From an optimization exercise on the open Yosys and OpenROAD flow, aimed at small area, a short achievable clock period and few clock cycles; shortcuts taken in it are not production practice.
Function was checked by simulation only, so behaviour that the tests miss may differ from the original.

==> flow/design.v <==
module meas_group (
    input  wire        clk,
    input  wire        rst,
    input  wire        in_valid,
    output wire        in_ready,
    input  wire [3:0]  in_idx,
    input  wire [11:0] in_code,
    input  wire        in_fault,
    input  wire        in_cond,
    input  wire        in_missing,
    input  wire [47:0] tick_cond,
    input  wire        cfg_we,
    input  wire [3:0]  cfg_idx,
    input  wire [1:0]  cfg_sel,
    input  wire [31:0] cfg_wdata,
    input  wire        cal_we,
    input  wire [2:0]  cal_idx,
    input  wire [15:0] cal_off,
    input  wire [15:0] cal_gain,
    output reg         cfg_error,
    output reg         out_valid,
    output reg  [3:0]  out_idx,
    output reg  [15:0] out_value,
    output reg         out_vld,
    output reg         out_uncal,
    output reg         out_fault,
    output reg         out_cond,
    output reg  [1:0]  out_state,
    output reg         out_fresh,
    output reg         out_irq,
    output reg         out_safety
);
    localparam N = 12;
    localparam [1:0] ST_NORMAL = 2'd0;
    localparam [1:0] ST_LOW    = 2'd1;
    localparam [1:0] ST_HIGH   = 2'd2;
    localparam [1:0] F_NONE   = 2'd0;
    localparam [1:0] F_IIR    = 2'd1;
    localparam [1:0] F_MEAN   = 2'd2;
    localparam [1:0] F_MEDIAN = 2'd3;
    assign in_ready = 1'b1;
    wire accept = in_valid & in_ready;
    wire [N*2-1:0]   all_filt;
    wire [N*4-1:0]   all_param;
    wire [N-1:0]     all_on_only;
    wire [N*6-1:0]   all_link;
    wire [N*2-1:0]   all_action;
    wire [N*16-1:0]  all_deb;
    wire [N*16-1:0]  all_lo;
    wire [N*16-1:0]  all_hi;
    wire [N*2-1:0]   all_cls;
    wire [N*24-1:0]  all_iir;
    wire [N*256-1:0] all_hist;
    wire [N*5-1:0]   all_cnt;
    wire [N*16-1:0]  all_y;
    wire [N-1:0]     all_vld;
    wire [N*2-1:0]   all_st;
    wire [N*2-1:0]   all_pcand;
    wire [N*16-1:0]  all_dcnt;
    wire [8*16-1:0] all_cal_off;
    wire [8*16-1:0] all_cal_gain;
    wire [7:0]      all_cal_uncal;
    wire        wr_sense   = (cfg_idx < 4'd6);
    wire [15:0] wr_deb     = cfg_wdata[31:16];
    wire [1:0]  wr_action  = cfg_wdata[15:14];
    wire [5:0]  wr_link    = cfg_wdata[13:8];
    wire        wr_on_only = cfg_wdata[7];
    wire [2:0]  wr_filt    = cfg_wdata[6:4];
    wire [3:0]  wr_param   = cfg_wdata[3:0];
    wire [15:0] wr_lo      = cfg_wdata[15:0];
    wire [15:0] wr_hi      = cfg_wdata[31:16];
    wire [1:0]  wr_cls     = cfg_wdata[1:0];
    reg wr_filt_ok;
    always @(*) begin
        case (wr_filt)
            3'd0:    wr_filt_ok = (wr_param == 4'd0);
            3'd1:    wr_filt_ok = (wr_param >= 4'd1) && (wr_param <= 4'd8);
            3'd2:    wr_filt_ok = (wr_param >= 4'd1) && (wr_param <= 4'd4);
            3'd3:    wr_filt_ok = (wr_param == 4'd0);
            default: wr_filt_ok = 1'b0;
        endcase
    end
    wire wr_action_ok  = (wr_action != 2'd3);
    wire wr_link_ok    = (wr_link == 6'd0) || (!wr_sense && wr_link <= 6'd48);
    wire wr_on_only_ok = !wr_on_only || wr_sense;
    wire wr_lim_ok     = (wr_lo <= wr_hi);
    wire wr_cls_ok     = wr_sense && (wr_cls != 2'd3);
    reg wr_err;
    always @(*) begin
        case (cfg_sel)
            2'd0:    wr_err = !(wr_filt_ok && wr_action_ok && wr_link_ok && wr_on_only_ok);
            2'd1:    wr_err = !wr_lim_ok;
            2'd2:    wr_err = !wr_cls_ok;
            default: wr_err = 1'b1;
        endcase
    end
    wire cal_ok = ($signed(cal_off) >= -16'sd512) && ($signed(cal_off) <= 16'sd511) &&
                  (cal_gain >= 16'd8192) && (cal_gain <= 16'd32767);
    genvar e;
    generate
        for (e = 0; e < 8; e = e + 1) begin : cal
            reg [15:0] off_r;
            reg [15:0] gain_r;
            reg        uncal_r;
            always @(posedge clk) begin
                if (rst) begin
                    off_r   <= 16'd0;
                    gain_r  <= 16'd16384;
                    uncal_r <= 1'b1;
                end else if (cal_we && cal_idx == e) begin
                    if (cal_ok) begin
                        off_r   <= cal_off;
                        gain_r  <= cal_gain;
                        uncal_r <= 1'b0;
                    end else begin
                        off_r   <= 16'd0;
                        gain_r  <= 16'd16384;
                        uncal_r <= 1'b1;
                    end
                end
            end
            assign all_cal_off[e*16 +: 16]  = off_r;
            assign all_cal_gain[e*16 +: 16] = gain_r;
            assign all_cal_uncal[e]         = uncal_r;
        end
    endgenerate
    always @(posedge clk) begin
        if (rst)
            cfg_error <= 1'b0;
        else
            cfg_error <= cfg_we && wr_err;
    end
    wire [3:0] i = in_idx;
    wire is_sense = (i < 4'd6);
    wire is_ain   = (i >= 4'd6) && (i < 4'd10);
    wire [2:0] cal_sel = is_sense ? i[2:0] : (is_ain ? 3'd6 : 3'd7);
    wire [1:0]   cur_filt    = all_filt[i*2 +: 2];
    wire [3:0]   cur_param   = all_param[i*4 +: 4];
    wire         cur_on_only = all_on_only[i];
    wire [5:0]   cur_link    = all_link[i*6 +: 6];
    wire [1:0]   cur_action  = all_action[i*2 +: 2];
    wire [15:0]  cur_deb     = all_deb[i*16 +: 16];
    wire [15:0]  cur_lo      = all_lo[i*16 +: 16];
    wire [15:0]  cur_hi      = all_hi[i*16 +: 16];
    wire [1:0]   cur_cls     = all_cls[i*2 +: 2];
    wire [23:0]  cur_iir     = all_iir[i*24 +: 24];
    wire [255:0] cur_hist    = all_hist[i*256 +: 256];
    wire [4:0]   cur_cnt     = all_cnt[i*5 +: 5];
    wire [15:0]  cur_y       = all_y[i*16 +: 16];
    wire         cur_vld     = all_vld[i];
    wire [1:0]   cur_st      = all_st[i*2 +: 2];
    wire [1:0]   cur_pcand   = all_pcand[i*2 +: 2];
    wire [15:0]  cur_dcnt    = all_dcnt[i*16 +: 16];
    wire s_fault = is_sense && in_fault && !in_missing;
    wire s_cond  = is_sense && in_cond && !in_missing;
    wire fresh   = !in_missing && !s_fault && !(is_sense && cur_on_only && !in_cond);
    wire signed [15:0] off  = all_cal_off[cal_sel*16 +: 16];
    wire        [15:0] gain = all_cal_gain[cal_sel*16 +: 16];
    wire signed [17:0] diff = $signed({6'd0, in_code}) - $signed({{2{off[15]}}, off});
    wire signed [34:0] x    = diff * $signed({1'b0, gain});
    reg signed [16:0] scale;
    always @(*) begin
        if (is_sense) begin
            case (cur_cls)
                2'd0:    scale = 17'sd10;     
                2'd1:    scale = 17'sd4;      
                default: scale = 17'sd1;      
            endcase
        end else if (is_ain) begin
            scale = 17'sd3000;
        end else begin
            scale = 17'sd48000;
        end
    end
    wire signed [51:0] prod = x * scale;
    wire signed [51:0] num  = prod + (is_sense ? 52'sd16384 : 52'sd33554432);
    wire signed [51:0] q    = is_sense ? (num >>> 15) : (num >>> 26);
    wire [15:0] v = (q < 0) ? 16'd0 : ((q > 52'sd65535) ? 16'hFFFF : q[15:0]);
    wire [255:0] hist_n = {cur_hist[239:0], v};
    wire [4:0]   cnt_n  = (cur_cnt == 5'd16) ? 5'd16 : cur_cnt + 5'd1;
    wire signed [25:0] iir_step = ($signed({2'b00, v, 8'd0}) - $signed({2'b00, cur_iir})) >>> cur_param;
    wire [23:0] iir_n  = (cur_cnt == 5'd0) ? {v, 8'd0} : cur_iir + iir_step[23:0];
    wire [24:0] iir_r  = {1'b0, iir_n} + 25'd128;
    wire [15:0] y_iir  = iir_r[23:8];
    wire [4:0] win    = 5'd1 << cur_param[2:0];
    wire [4:0] mean_n = (cnt_n < win) ? cnt_n : win;
    reg  [19:0] mean_sum;
    integer m;
    always @(*) begin
        mean_sum = 20'd0;
        for (m = 0; m < 16; m = m + 1)
            if (m < mean_n)
                mean_sum = mean_sum + {4'd0, hist_n[m*16 +: 16]};
    end
    wire [19:0] mean_q = (mean_sum + {16'd0, mean_n[4:1]}) / {15'd0, mean_n};
    wire [15:0] y_mean = mean_q[15:0];
    wire [15:0] h0 = hist_n[15:0];
    wire [15:0] h1 = hist_n[31:16];
    wire [15:0] h2 = hist_n[47:32];
    reg  [15:0] med3;
    always @(*) begin
        if ((h0 >= h1 && h0 <= h2) || (h0 <= h1 && h0 >= h2))
            med3 = h0;
        else if ((h1 >= h0 && h1 <= h2) || (h1 <= h0 && h1 >= h2))
            med3 = h1;
        else
            med3 = h2;
    end
    wire [15:0] y_med = (cnt_n >= 5'd3) ? med3 : v;
    reg [15:0] y_f;
    always @(*) begin
        case (cur_filt)
            F_IIR:    y_f = y_iir;
            F_MEAN:   y_f = y_mean;
            F_MEDIAN: y_f = y_med;
            default:  y_f = v;
        endcase
    end
    wire [15:0] y_n   = fresh ? y_f : cur_y;
    wire        vld_n = fresh | cur_vld;
    wire evaluated = fresh && ((cur_link == 6'd0) || tick_cond[cur_link - 6'd1]);
    wire [1:0] cand = ((cur_lo != 16'd0) && (y_n < cur_lo))      ? ST_LOW  :
                      ((cur_hi != 16'hFFFF) && (y_n > cur_hi))   ? ST_HIGH :
                                                                   ST_NORMAL;
    wire [15:0] deb_min = (cur_deb == 16'd0) ? 16'd1 : cur_deb;
    wire [15:0] dcnt_inc = (cand == cur_pcand) ? cur_dcnt + 16'd1 : 16'd1;
    reg [1:0]  st_n;
    reg [15:0] dcnt_n;
    reg [1:0]  pcand_n;
    always @(*) begin
        st_n    = cur_st;
        dcnt_n  = cur_dcnt;
        pcand_n = cur_pcand;
        if (evaluated) begin
            pcand_n = cand;
            if (cand == cur_st) begin
                dcnt_n = 16'd0;
            end else if (dcnt_inc >= deb_min) begin
                st_n   = cand;
                dcnt_n = 16'd0;
            end else begin
                dcnt_n = dcnt_inc;
            end
        end
    end
    wire changed = (st_n != cur_st);
    wire irq_n    = changed && (cur_action != 2'd0);
    wire safety_n = changed && (cur_action == 2'd2) && (st_n != ST_NORMAL);
    always @(posedge clk) begin
        if (rst) begin
            out_valid  <= 1'b0;
            out_idx    <= 4'd0;
            out_value  <= 16'd0;
            out_vld    <= 1'b0;
            out_uncal  <= 1'b0;
            out_fault  <= 1'b0;
            out_cond   <= 1'b0;
            out_state  <= 2'd0;
            out_fresh  <= 1'b0;
            out_irq    <= 1'b0;
            out_safety <= 1'b0;
        end else begin
            out_valid <= accept;
            if (accept) begin
                out_idx    <= i;
                out_value  <= y_n;
                out_vld    <= vld_n;
                out_uncal  <= all_cal_uncal[cal_sel];
                out_fault  <= s_fault;
                out_cond   <= s_cond;
                out_state  <= st_n;
                out_fresh  <= fresh;
                out_irq    <= irq_n;
                out_safety <= safety_n;
            end
        end
    end
    genvar g;
    generate
        for (g = 0; g < N; g = g + 1) begin : inp
            reg [1:0]   filt;
            reg [3:0]   param;
            reg         on_only;
            reg [5:0]   link;
            reg [1:0]   action;
            reg [15:0]  deb;
            reg [15:0]  lo;
            reg [15:0]  hi;
            reg [1:0]   cls;
            reg [23:0]  iir;
            reg [255:0] hist;
            reg [4:0]   cnt;
            reg [15:0]  y;
            reg         vld;
            reg [1:0]   st;
            reg [1:0]   pcand;
            reg [15:0]  dcnt;
            wire wr   = cfg_we && (cfg_idx == g);
            wire take = accept && (in_idx == g);
            wire filt_restart = cal_we ||
                                (wr && cfg_sel == 2'd0 && wr_filt_ok &&
                                 ({wr_filt[1:0], wr_param} != {filt, param})) ||
                                (wr && cfg_sel == 2'd2 && wr_cls_ok && (wr_cls != cls));
            wire lim_restart  = (wr && cfg_sel == 2'd0 &&
                                 ((wr_deb != deb) ||
                                  (wr_action_ok && wr_action != action) ||
                                  (wr_link_ok && wr_link != link))) ||
                                (wr && cfg_sel == 2'd1 && wr_lim_ok &&
                                 ({wr_hi, wr_lo} != {hi, lo}));
            always @(posedge clk) begin
                if (rst) begin
                    filt    <= F_NONE;
                    param   <= 4'd0;
                    on_only <= 1'b0;
                    link    <= 6'd0;
                    action  <= 2'd0;
                    deb     <= 16'd0;
                    lo      <= 16'd0;
                    hi      <= 16'hFFFF;
                    cls     <= 2'd0;
                end else if (wr) begin
                    case (cfg_sel)
                        2'd0: begin
                            deb <= wr_deb;
                            if (wr_filt_ok) begin
                                filt  <= wr_filt[1:0];
                                param <= wr_param;
                            end
                            if (wr_action_ok)  action  <= wr_action;
                            if (wr_link_ok)    link    <= wr_link;
                            if (wr_on_only_ok) on_only <= wr_on_only;
                        end
                        2'd1: begin
                            if (wr_lim_ok) begin
                                lo <= wr_lo;
                                hi <= wr_hi;
                            end
                        end
                        2'd2: begin
                            if (wr_cls_ok) cls <= wr_cls;
                        end
                        default: ;
                    endcase
                end
            end
            always @(posedge clk) begin
                if (rst) begin
                    cnt <= 5'd0;
                    y   <= 16'd0;
                    vld <= 1'b0;
                end else if (filt_restart) begin
                    cnt <= 5'd0;
                    y   <= 16'd0;
                    vld <= 1'b0;
                end else if (take) begin
                    y   <= y_n;
                    vld <= vld_n;
                    if (fresh)
                        cnt <= cnt_n;
                end
            end
            always @(posedge clk) begin
                if (take && fresh) begin
                    hist <= hist_n;
                    iir  <= iir_n;
                end
            end
            always @(posedge clk) begin
                if (rst || lim_restart) begin
                    st    <= ST_NORMAL;
                    pcand <= ST_NORMAL;
                    dcnt  <= 16'd0;
                end else if (take) begin
                    st    <= st_n;
                    pcand <= pcand_n;
                    dcnt  <= dcnt_n;
                end
            end
            assign all_filt[g*2 +: 2]    = filt;
            assign all_param[g*4 +: 4]   = param;
            assign all_on_only[g]        = on_only;
            assign all_link[g*6 +: 6]    = link;
            assign all_action[g*2 +: 2]  = action;
            assign all_deb[g*16 +: 16]   = deb;
            assign all_lo[g*16 +: 16]    = lo;
            assign all_hi[g*16 +: 16]    = hi;
            assign all_cls[g*2 +: 2]     = cls;
            assign all_iir[g*24 +: 24]   = iir;
            assign all_hist[g*256 +: 256] = hist;
            assign all_cnt[g*5 +: 5]     = cnt;
            assign all_y[g*16 +: 16]     = y;
            assign all_vld[g]            = vld;
            assign all_st[g*2 +: 2]      = st;
            assign all_pcand[g*2 +: 2]   = pcand;
            assign all_dcnt[g*16 +: 16]  = dcnt;
        end
    endgenerate
endmodule
==> flow/run.sh <==
#!/bin/bash
# synth_recipe.tcl (not shown) runs the flow's synth.tcl, then flattens the netlist and writes it again
# the make line also repeats each setting of config.mk as NAME=value (left out here)
make -C /OpenROAD-flow-scripts/flow DESIGN_CONFIG=/design/flow/config.mk WORK_HOME=/design/flow/orfs CLKGATE_MAP_FILE= SYNTH_SCRIPT=/design/flow/synth_recipe.tcl finish
==> flow/config.mk <==
export PLATFORM = sky130hd
export DESIGN_NAME = meas_group
export DESIGN_NICKNAME = meas_group
export VERILOG_FILES = /design/flow/design.v
export SDC_FILE = /design/flow/constraint.sdc
export NUM_CORES = 4
export LEC_CHECK = 0
export CAP_MARGIN = 20
export CORE_MARGIN = 2
export CORE_UTILIZATION = 40
export SLEW_MARGIN = 20
==> flow/constraint.sdc <==
create_clock -name core_clock -period 140.0 [get_ports {clk}]
set_input_delay 28.0000 -clock core_clock [delete_from_list [all_inputs] [get_ports {clk}]]
set_output_delay 28.0000 -clock core_clock [all_outputs]
set_load 0.01 [all_outputs]
==> notes.md <==
==> metal layers <==
metal  share of wire [%]  wire length, um  GRT usage (%)  up-vias
li1                    -                -              -    78012
met1                  43           333000           33.3    88724
met2                  46           354000           37.5     6916
met3                 7.7            59600           3.45     1247
met4                 3.6            27800           7.55       10
met5              0.0083               64              0        -
==> cells by family (layout without fill, tap and decap cells) <==
kind of cell             count (synthesis)  in the layout  synth area share [%]
AND/OR/NAND/NOR                       5945           5945                  10.2
flip-flops                            4733           4733                  49.9
AO/OA/AOI/OAI                         3906           3906                  9.34
buffers and inverters                 2547           3016                  4.06
multiplexers                          1780           1780                  12.8
adder cells (fa/ha/maj)               1524           1524                  9.60
XOR/XNOR                              1154           1154                  4.03
other                                    2             12               0.00297
==> placed cells by master (no fill, tap or decap), drive strengths merged, types with 127 or more instances in the layout <==
master,count
nand3,194
mux2i,536
o21ai,775
a21oi,1823
clkdlybuf4s50,138
mux4,1157
nor4,127
xor2,500
nor3,385
a21o,143
clkinv,179
xnor2,653
buf,669
o21a,189
nor2,1757
fa,701
nand4,179
ha,818
inv,1300
nand2,2665
o211ai,217
dfxtp,1565
edfxtp,3168
clkbuf,686
==> cell type report <==
class	count	area, um^2
flip-flops and latches	4733	126000
inverters	1282	4830
repair buffers	807	6660
clock buffers	686	14300
diodes	10	25.0
well taps	8379	10500
clock inverters	241	2540
fillers	57552	349000
multi-input cells	14311	117000
==> final timing paths <==
path | end | slack (ns) | depth (start not counted)
worst max-delay path | inp[6].dcnt[15]$_SDFFE_PP0P_ | 16.74 | 432
worst min-delay path | inp[3].st[1]$_SDFFE_PP0P_ | 0.45 | 2
worst max register to register | inp[6].dcnt[15]$_SDFFE_PP0P_ | 45.39 | 425
worst min register to register | inp[3].st[1]$_SDFFE_PP0P_ | 0.45 | 2
==> through the flow <==
| step | utilization [%] | setup WS (ns) |
|---|---|---|
| 2_1_floorplan | - | 27.31 |
| 3_3_place_gp | 42.1 | 16.25 |
| 3_5_place_dp | 42.1 | 16.57 |
| 4_1_cts | 44.8 | 17.33 |
| 5_1_grt | 44.8 | 8.53 |
| 6_report | 44.8 | 16.74 |
==> critical path: cells and delay by family <==
| kind | cells | cell delay, ns |
|---|---|---|
| buffers and inverters | 27 | 4.44 |
| AO/OA/AOI/OAI | 203 | 41.79 |
| AND/OR/NAND/NOR | 126 | 24.82 |
| multiplexers | 12 | 3.87 |
| XOR/XNOR | 11 | 2.45 |
| adder cells (fa/ha/maj) | 53 | 18.54 |
==> state kept, by name, summed over array words and instances, names as in the netlist, 8 cells and up <==
signal / cells
inp.hist: 2880
inp.iir: 288
inp.dcnt: 192
inp.deb: 192
inp.hi: 192
inp.lo: 192
inp.y: 192
cal.gain_r: 128
cal.off_r: 128
inp.link: 72
inp.cnt: 60
inp.param: 48
inp.action: 24
inp.filt: 24
inp.pcand: 24
inp.st: 24
out_value: 16
inp.cls: 14
inp.vld: 12
cal.uncal_r: 8
inp.on_only: 8
==> impl_metrics.py <==
metrics = {
    "final_layout": {
        "final_area_um2": 283000,
        "finalNonFillerCells": 30449,
        "final_nets": 23323,
        "area_growth_pct": 11.6,
        "drive_gt1_share_pct": 13.7,
    },
    "logic_synthesis": {
        "synth_fp_nets": 23255,
        "ys_top_cells_by_count": "edfxtp_1, nand2_1, a21oi_1",
        "synthCells": 21591,
        "netlist_area_um2": 253000,
        "syn_area_per_cell_um2": 11.7,
        "synth_area_leaders": "edfxtp_1, dfxtp_1, mux4_2",
        "ys_warn_count": 1,
        "async_reset_ff_share_pct": 0,
        "synth_top_area_share_pct": 37.6,
        "yosys.area.top_type": "edfxtp_1",
        "synthFlopType": "edfxtp_1",
        "synth.distinct_cells": 158,
        "synth.most_common_cell": "edfxtp_1",
        "synth-edff-count": 3168,
        "yosysSeqAreaShare_pct": 49.9,
        "ys_ff_latch": 4733,
    },
    "setup_path": {
        "required_ns": 140.98,
        "r2r_start": "cal[4].off_r[1]$_SDFFE_PP0P_",
        "slowest_stage": "a31oi_1",
        "worstSetupStartpoint": "in_idx[2]",
        "worstSetupStartpointType": "input pin",
        "endpoint_kind": "register",
        "max_stage_delay_ns": 0.92,
        "worst_ep_arrival_time_ns": 124.23,
        "worst_path_most_repeated_cell": "a21oi_1",
        "critPathKind": "input pin to register",
        "crit_fanout": 34,
    },
    "cts": {
        "cts_hold_buf": 0,
        "cts_resized": 0,
        "cts_root_buffer": "clkbuf_16",
        "cts.clk_slew.worst_paths_ns": 0.06,
        "post_cts_buffers": 0,
        "max-clock-path-buffers": 4,
        "clkLatencyLatePin_ns": 1.08,
        "cts_max_level": 6,
        "cts_sinks": 4733,
        "cts-buffers-inserted": 524,
        "tritoncts": "yes",
    },
    "placement": {
        "routabilityCongestion": 0.925,
        "port_buffers": 175,
        "dp_hpwl_mm": 513,
        "place_area_um2": 266000,
        "dp_cells": 29511,
    },
    "routing": {
        "wl_mm": 774,
        "first_pass_iters": 6,
        "drt_iter0_markers": 17757,
        "avgRoutedWirePerCell_um": 25.4,
        "vias": 174909,
        "ant_nets": 0,
        "via_per_inst": 5.74,
        "drc": 0,
    },
    "sta": {
        "fin_worst_skew_ns": 0.0719,
        "whs_ns": 0.451,
        "hold_viol": 0,
        "tns_ns": 0,
        "slew_violations": 0,
        "rsz0062_at_grt": "false",
        "fin_crit_ns": 123.26,
        "setup_viol": 0,
        "timing.final.crit_share_pct": 88.0,
        "relSlewSlack_pct": 16.9,
        "fmax_mhz": 8.11,
        "worstMarginPinSlew_ns": 1.24,
    },
    "die": {
        "start_util_pct": 40.1,
        "die_y_um": 800,
        "core_area_um2": 631000,
        "fp.dieW_um": 800,
        "row_count": 292,
        "ios": 177,
        "die-area_um2": 639000,
    },
    "global_routing": {
        "antenna_found_initial": 36,
        "gr-usage-all-layers_pct": 23.6,
        "grt-ovfl-total": 0,
        "grt_pass1_wl_mm": 1140,
        "grt_pass1_vias": 172361,
        "grt_start_max_net_pins": 200,
    },
    "flow_run": {
        "maxCapViolations": 0,
    },
    "worst_hold_path": {
        "min_from": "inp[3].st[1]$_SDFFE_PP0P_",
        "hp-class": "register to register",
    },
    "outcome": {
        "status": "finished clean",
    },
}
Testbench counts, summed over its fixed seeds: cycles 43,200.

## what the ideal ports hide
Ports are ideal in the flow. The routed layout listed here was re-timed in OpenROAD.
Step 1: set_driving_cell puts a clkbuf_16 on clk and a buf_2 on each other input, an assumption about the parent block.
Step 2 also shifts input and output timing later by t, the mid clock arrival at the registers, as if the neighbouring blocks saw the same clock.
Three values: ideal ports, drivers, drivers and shift; two values: the first two.
t (ns): 1.184
setup WS [ns]: 16.742 / 16.687 / 15.503
hold slack, ns: 0.451 / 0.451 / 0.451
worst setup path after step 2: input to register
worst data-port slew with drivers (ns): 0.26
After both steps this run still meets setup and hold. For this run, drivers alone change the setup slack by -0.055 ns; drivers and shift together by -1.239 ns.
